This is an optimization exercise on Yosys and OpenROAD, whose aim is small area, a short achievable clock period and few clock cycles per item, not a production implementation.
Only simulation tests tie the RTL to the original design; equivalence was not proved.

--- flow/config.mk ---
export PLATFORM = sky130hd
export DESIGN_NAME = cipher_aes_core
export DESIGN_NICKNAME = cipher_aes_core
export VERILOG_FILES = /design/flow/design.v
export SDC_FILE = /design/flow/constraint.sdc
export NUM_CORES = 8
export LEC_CHECK = 0
export CAP_MARGIN = 20
export CORE_MARGIN = 2
export CORE_UTILIZATION = 30
export PLACE_DENSITY = 0.5
export SLEW_MARGIN = 20
--- flow/constraint.sdc ---
create_clock -name core_clock -period 8.0 [get_ports {clk}]
set_input_delay 1.6000 -clock core_clock [delete_from_list [all_inputs] [get_ports {clk}]]
set_output_delay 1.6000 -clock core_clock [all_outputs]
set_load 0.01 [all_outputs]
--- flow/design.v ---
module aes_sbox (
    input  wire [7:0] a,
    output wire [7:0] y
);
    wire T1, T2, T3, T4, T5, T6, T7, T8, T9, T10, T11, T12, T13, T14, T15, T16, T17, T18, T19, T20, T21, T22, T23, T24, T25, T26, T27;
    wire M1, M2, M3, M4, M5, M6, M7, M8, M9, M10, M11, M12, M13, M14, M15, M16, M17, M18, M19, M20, M21, M22, M23, M24, M25, M26, M27, M28, M29, M30, M31, M32, M33, M34, M35, M36, M37, M38, M39, M40, M41, M42, M43, M44, M45, M46, M47, M48, M49, M50, M51, M52, M53, M54, M55, M56, M57, M58, M59, M60, M61, M62, M63;
    wire L0, L1, L2, L3, L4, L5, L6, L7, L8, L9, L10, L11, L12, L13, L14, L15, L16, L17, L18, L19, L20, L21, L22, L23, L24, L25, L26, L27, L28, L29;
    wire U0, U1, U2, U3, U4, U5, U6, U7;
    wire S0, S1, S2, S3, S4, S5, S6, S7;
    assign {U0, U1, U2, U3, U4, U5, U6, U7} = a;
    assign T1 = U0 ^ U3;
    assign T2 = U0 ^ U5;
    assign T3 = U0 ^ U6;
    assign T4 = U3 ^ U5;
    assign T5 = U4 ^ U6;
    assign T6 = T1 ^ T5;
    assign T7 = U1 ^ U2;
    assign T8 = U7 ^ T6;
    assign T9 = U7 ^ T7;
    assign T10 = T6 ^ T7;
    assign T11 = U1 ^ U5;
    assign T12 = U2 ^ U5;
    assign T13 = T3 ^ T4;
    assign T14 = T6 ^ T11;
    assign T15 = T5 ^ T11;
    assign T16 = T5 ^ T12;
    assign T17 = T9 ^ T16;
    assign T18 = U3 ^ U7;
    assign T19 = T7 ^ T18;
    assign T20 = T1 ^ T19;
    assign T21 = U6 ^ U7;
    assign T22 = T7 ^ T21;
    assign T23 = T2 ^ T22;
    assign T24 = T2 ^ T10;
    assign T25 = T20 ^ T17;
    assign T26 = T3 ^ T16;
    assign T27 = T1 ^ T12;
    assign M1 = T13 & T6;
    assign M2 = T23 & T8;
    assign M3 = T14 ^ M1;
    assign M4 = T19 & U7;
    assign M5 = M4 ^ M1;
    assign M6 = T3 & T16;
    assign M7 = T22 & T9;
    assign M8 = T26 ^ M6;
    assign M9 = T20 & T17;
    assign M10 = M9 ^ M6;
    assign M11 = T1 & T15;
    assign M12 = T4 & T27;
    assign M13 = M12 ^ M11;
    assign M14 = T2 & T10;
    assign M15 = M14 ^ M11;
    assign M16 = M3 ^ M2;
    assign M17 = M5 ^ T24;
    assign M18 = M8 ^ M7;
    assign M19 = M10 ^ M15;
    assign M20 = M16 ^ M13;
    assign M21 = M17 ^ M15;
    assign M22 = M18 ^ M13;
    assign M23 = M19 ^ T25;
    assign M24 = M22 ^ M23;
    assign M25 = M22 & M20;
    assign M26 = M21 ^ M25;
    assign M27 = M20 ^ M21;
    assign M28 = M23 ^ M25;
    assign M29 = M28 & M27;
    assign M30 = M26 & M24;
    assign M31 = M20 & M23;
    assign M32 = M27 & M31;
    assign M33 = M27 ^ M25;
    assign M34 = M21 & M22;
    assign M35 = M24 & M34;
    assign M36 = M24 ^ M25;
    assign M37 = M21 ^ M29;
    assign M38 = M32 ^ M33;
    assign M39 = M23 ^ M30;
    assign M40 = M35 ^ M36;
    assign M41 = M38 ^ M40;
    assign M42 = M37 ^ M39;
    assign M43 = M37 ^ M38;
    assign M44 = M39 ^ M40;
    assign M45 = M42 ^ M41;
    assign M46 = M44 & T6;
    assign M47 = M40 & T8;
    assign M48 = M39 & U7;
    assign M49 = M43 & T16;
    assign M50 = M38 & T9;
    assign M51 = M37 & T17;
    assign M52 = M42 & T15;
    assign M53 = M45 & T27;
    assign M54 = M41 & T10;
    assign M55 = M44 & T13;
    assign M56 = M40 & T23;
    assign M57 = M39 & T19;
    assign M58 = M43 & T3;
    assign M59 = M38 & T22;
    assign M60 = M37 & T20;
    assign M61 = M42 & T1;
    assign M62 = M45 & T4;
    assign M63 = M41 & T2;
    assign L0 = M61 ^ M62;
    assign L1 = M50 ^ M56;
    assign L2 = M46 ^ M48;
    assign L3 = M47 ^ M55;
    assign L4 = M54 ^ M58;
    assign L5 = M49 ^ M61;
    assign L6 = M62 ^ L5;
    assign L7 = M46 ^ L3;
    assign L8 = M51 ^ M59;
    assign L9 = M52 ^ M53;
    assign L10 = M53 ^ L4;
    assign L11 = M60 ^ L2;
    assign L12 = M48 ^ M51;
    assign L13 = M50 ^ L0;
    assign L14 = M52 ^ M61;
    assign L15 = M55 ^ L1;
    assign L16 = M56 ^ L0;
    assign L17 = M57 ^ L1;
    assign L18 = M58 ^ L8;
    assign L19 = M63 ^ L4;
    assign L20 = L0 ^ L1;
    assign L21 = L1 ^ L7;
    assign L22 = L3 ^ L12;
    assign L23 = L18 ^ L2;
    assign L24 = L15 ^ L9;
    assign L25 = L6 ^ L10;
    assign L26 = L7 ^ L9;
    assign L27 = L8 ^ L10;
    assign L28 = L11 ^ L14;
    assign L29 = L11 ^ L17;
    assign S0 = L6 ^ L24;
    assign S1 = ~(L16 ^ L26);
    assign S2 = ~(L19 ^ L28);
    assign S3 = L6 ^ L21;
    assign S4 = L20 ^ L22;
    assign S5 = L25 ^ L29;
    assign S6 = ~(L13 ^ L27);
    assign S7 = ~(L6 ^ L23);
    assign y = {S0, S1, S2, S3, S4, S5, S6, S7};
endmodule
module cipher_aes_core (
    input  wire         clk,
    input  wire         rst,         
    input  wire         in_valid,
    output wire         in_ready,
    input  wire         in_key256,   
    input  wire [255:0] in_key,
    input  wire [127:0] in_block,
    output reg          out_valid,
    output wire [127:0] out_block
);
    function [7:0] xtime(input [7:0] b);
        xtime = {b[6:0], 1'b0} ^ (b[7] ? 8'h1b : 8'h00);
    endfunction
    function [31:0] mix_column(input [31:0] col);
        reg [7:0] a0, a1, a2, a3;
        begin
            a0 = col[31:24];
            a1 = col[23:16];
            a2 = col[15:8];
            a3 = col[7:0];
            mix_column[31:24] = xtime(a0 ^ a1) ^ a1 ^ a2 ^ a3;
            mix_column[23:16] = xtime(a1 ^ a2) ^ a2 ^ a3 ^ a0;
            mix_column[15:8]  = xtime(a2 ^ a3) ^ a3 ^ a0 ^ a1;
            mix_column[7:0]   = xtime(a3 ^ a0) ^ a0 ^ a1 ^ a2;
        end
    endfunction
    reg          busy;
    reg          key256;
    reg  [3:0]   round;      
    reg  [127:0] state;
    reg  [127:0] ka;         
    reg  [127:0] kb;         
    reg  [7:0]   rcon;
    assign in_ready  = !busy;
    assign out_block = state;
    wire accept = in_valid && !busy;
    wire final_round = key256 ? (round == 4'd13) : (round == 4'd9);
    wire kx_rot = !key256 || !round[0];
    wire [31:0] kx_s;
    genvar gi;
    generate
        for (gi = 0; gi < 4; gi = gi + 1) begin : g_ksub
            aes_sbox u_sbox (.a(kb[8*gi +: 8]), .y(kx_s[8*gi +: 8]));
        end
    endgenerate
    wire [31:0] kx_t = kx_rot ? ({kx_s[23:0], kx_s[31:24]} ^ {rcon, 24'h000000}) : kx_s;
    wire [127:0] kx_base = key256 ? ka : kb;
    wire [31:0] kx_w0 = kx_base[127:96] ^ kx_t;
    wire [31:0] kx_w1 = kx_base[95:64]  ^ kx_w0;
    wire [31:0] kx_w2 = kx_base[63:32]  ^ kx_w1;
    wire [31:0] kx_w3 = kx_base[31:0]   ^ kx_w2;
    wire [127:0] kx_next = {kx_w0, kx_w1, kx_w2, kx_w3};
    wire [127:0] rkey = key256 ? kb : kx_next;
    wire [127:0] sub;
    generate
        for (gi = 0; gi < 16; gi = gi + 1) begin : g_sub
            aes_sbox u_sbox (.a(state[127-8*gi -: 8]), .y(sub[127-8*gi -: 8]));
        end
    endgenerate
    wire [127:0] shifted;
    generate
        for (gi = 0; gi < 16; gi = gi + 1) begin : g_shift
            localparam integer R = gi % 4;
            localparam integer C = gi / 4;
            localparam integer SRC = 4 * ((C + R) % 4) + R;
            assign shifted[127-8*gi -: 8] = sub[127-8*SRC -: 8];
        end
    endgenerate
    wire [127:0] mixed = {mix_column(shifted[127:96]), mix_column(shifted[95:64]),
                          mix_column(shifted[63:32]),  mix_column(shifted[31:0])};
    wire [127:0] round_out = (final_round ? shifted : mixed) ^ rkey;
    always @(posedge clk) begin
        if (rst) begin
            busy      <= 1'b0;
            out_valid <= 1'b0;
        end else begin
            out_valid <= busy && final_round;
            if (accept)
                busy <= 1'b1;
            else if (final_round)
                busy <= 1'b0;
        end
    end
    always @(posedge clk) begin
        if (accept) begin
            key256 <= in_key256;
            round  <= 4'd0;
            rcon   <= 8'h01;
            state  <= in_block ^ in_key[255:128];
            ka     <= in_key[255:128];
            kb     <= in_key256 ? in_key[127:0] : in_key[255:128];
        end else begin
            round  <= round + 4'd1;
            if (kx_rot)
                rcon <= xtime(rcon);
            state  <= round_out;
            ka     <= kb;
            kb     <= kx_next;
        end
    end
endmodule
--- flow/run.sh ---
#!/bin/bash
# synth_recipe.tcl (not shown) runs the flow's synth.tcl, then flattens the netlist and writes it again
# the make line also repeats each setting of config.mk as NAME=value (left out here)
make -C /OpenROAD-flow-scripts/flow DESIGN_CONFIG=/design/flow/config.mk WORK_HOME=/design/flow/orfs CLKGATE_MAP_FILE= SYNTH_SCRIPT=/design/flow/synth_recipe.tcl finish
==> run notes <==
Crit Path Class reg2reg; Row Count 172; Primary FF master, synth dfxtp_1; total track usage 28.11%; initial core utilization 30.16%; Avg Inst Size Synth 7.628 µm²; H-tree level count 2; register-to-register setup slack 0.22 ns; Worst Hold Endpoint ka[88]; worst r2r src state[14]; CTS buffer count 57; final hold vios 0; CP Capture Type flop; clock latency (worst-skew pair) 0.76 ns; global-route wire length before repair 467,700 µm; Top-Level Pins 518; floorplan core area 0.2195 mm²; total grt overflow 0; Resize count post-CTS 0; residual DRC count 0; initial antenna violation count 18; sequential fraction of the synthesis area 12.08%; routed wire length 329,900 µm; width of the die 473.8 µm; post-route cell area 0.07870 mm²; Max Cap Viol 0; Root Driver clkbuf_16; Post-synth EDFFs 1; via count 68,514; Setup Skew 0.1056 ns; Reg clk slew, reported paths 0.06 ns; Final HPWL DP 267,000 µm; PortBufs 517; Die ar. 0.2244 mm²; vias in the first global route 64,571; reg2reg path depth 19; RSZ-0062 raised after global routing false; Final Setup Violations 0; Worst Setup Start Kind flop; Post CTS Setup Buffer Count 0; Hold Buf Count CTS 0; Nets 9,611; setup tns final 0 ns; WP data required 8.58 ns; Final Critical Period 7.782 ns; Synth Instances 8,679; Max Buffers Root-to-Sink 3; DR WL/cell 27.26 µm; Synth area leaders xnor2_1 (18%), dfxtp_1 (12%), xor2_1 (9.4%); Detail Route Antenna Nets 0; Pre-antenna DRT Iters 6; flops & latches, synth 399; Yosys top cell by area xnor2_1; final period utilization 97.27%; initial DRC count 7,446; CP arrival 8.36 ns; Slew @ Worst Pin 1.203 ns; CTS sink count 399; Slew Viols, Final 0; vias per cell 5.660; max_slew headroom 19.32%; Area growth syn-to-layout 18.88%; top cell type's share of synthesized area 18.35%; Fmax 128.5 MHz; share of post-route cells with drive strength above 1 9.644%; reg-to-reg critical path endpoint state[83]; Post-Place Cells 11,992; gpl congestion 0.9996; Async S/R FF share, synth 0%; most frequent cells in the layout xnor2_1 (1,381), nand2_1 (1,042), nor2_1 (744); DP Area 0.07654 mm²; worst-path fanout max 21; Synth cell types 117; hold path depth 2; Post-Layout Cell Count 12,104; Ys Warns 1; Hold Crit Class reg2reg; largest net degree at the start of global routing 109; outcome finished clean; Hold Path Origin kb[88]; most common cell after layout, fill and taps aside xnor2_1; die height 473.8 µm; Mapped Nets 9,109; synthesized cell area 0.06620 mm²; CTS tree built
-- critical path: stages (launching register included) --
cell and delay, ns:
dfxtp_1 0.82, xor2_1 0.36, xnor2_1 0.74, nand2_1 0.15, nand2_1 0.09, ha_1 0.23, xnor2_1 0.14, xnor2_1 0.28
xnor3_1 0.76, nand3_1 0.45, nand3_1 0.30, o2111ai_2 0.21, xnor2_1 0.37, xor3_1 0.67, xor2_2 0.33, xnor3_1 0.39
xnor2_1 0.14, a21oi_1 0.56, xnor2_1 0.24, o21ai_1 0.33
-- flip-flops by register name, indices dropped and copies added (netlist names) --
name	count
round	4
rcon	8
busy	1
out_valid	1
key256	1
kb	128
state	128
ka	128
-- area by class of cell --
class,count,area [µm²]
fillers,23020,140800
multi-input cells,7582,55400
repair buffers,1059,9299
flip-flops and latches,399,8001
well taps,2871,3592
clock buffers,75,1594
clock inverters,32,486.7
inverters,82,315.3
diodes,4,10.01
-- Yosys cell counts, drive strengths merged, types with 82 or more instances --
cell type	number
inv	82
nand2	1044
dfxtp	398
nand3	175
a211oi	154
a21oi	584
nor3	190
nor2	749
xor2	727
mux2i	270
buf	233
xnor2	1451
o211ai	113
clkbuf	383
xnor3	205
o22ai	107
o21ai	548
-- logic make-up after synthesis --
logic type,after synthesis,synth area share [%]
adder cells (fa/ha/maj),64,1.128
AND/OR/NAND/NOR,2567,17.08
buffers and inverters,698,4.383
XOR/XNOR,2433,38.72
multiplexers,319,4.957
AO/OA/AOI/OAI,2199,21.66
flip-flops,399,12.08
-- routing by layer --
| layer | routed length, µm | vias to the layer above | global-route usage, % |
|---|---|---|---|
| met5 | 55 | - | 0 |
| met2 | 145500 | 3196 | 44.10 |
| met3 | 23580 | 540 | 3.623 |
| li1 | - | 31459 | - |
| met1 | 139200 | 33311 | 37.12 |
| met4 | 21570 | 8 | 15.67 |
-- stage by stage --
stage	setup slack [ns]	hold WS (ns)	utilization, %
after CTS	0.01536	0.4359	35.82
after global placement	0.1459	0.4484	34.87
after detailed placement	0.09086	0.4512	34.87
after floorplan	2.028	0.4348	-
after global routing	0.01697	0.4572	35.85
final	0.2184	0.4365	35.85
-- worst max-delay path by stage --
stage          startpoint   endpoint  slack (ns)  depth (start not counted)
2_1_floorplan   state[17]  state[36]        2.03                         23
3_3_place_gp    state[74]   state[7]        0.15                         21
3_5_place_dp    state[77]   state[7]        0.09                         21
4_1_cts         state[77]   state[7]        0.02                         21
5_1_grt         state[49]  state[83]        0.02                         21
6_report        state[14]  state[83]        0.22                         19
Testbench counts, summed over its fixed seeds: cycles 26,660, items 2,048.

## separate check: timing with driven ports
How much do the figures lean on ideal ports? The routed layout below was timed once more, with nothing changed but the port constraints. Step 1 (the two cells are an assumption about what drives the block):
set clk [get_ports {clk}]
set_driving_cell -lib_cell sky130_fd_sc_hd__clkbuf_16 $clk
set_driving_cell -lib_cell sky130_fd_sc_hd__buf_2 [delete_from_list [all_inputs] $clk]
Step 2 adds t to the input delays and takes it off the output delays; t is the mean of the earliest and latest rising clock arrival at the registers after step 1. Input paths then give back, and output paths get back, about the clock's delay inside the block. Three values: ideal, step 1, step 2; two values: the first two.
t, ns: 0.797
slack for setup (ns): 0.218 / 0.218 / 0.218
worst setup path after step 2: register to register
After both steps this run still meets setup and hold. The setup slack of this run moves by 0.000 ns with the drivers and by 0.000 ns with both steps.
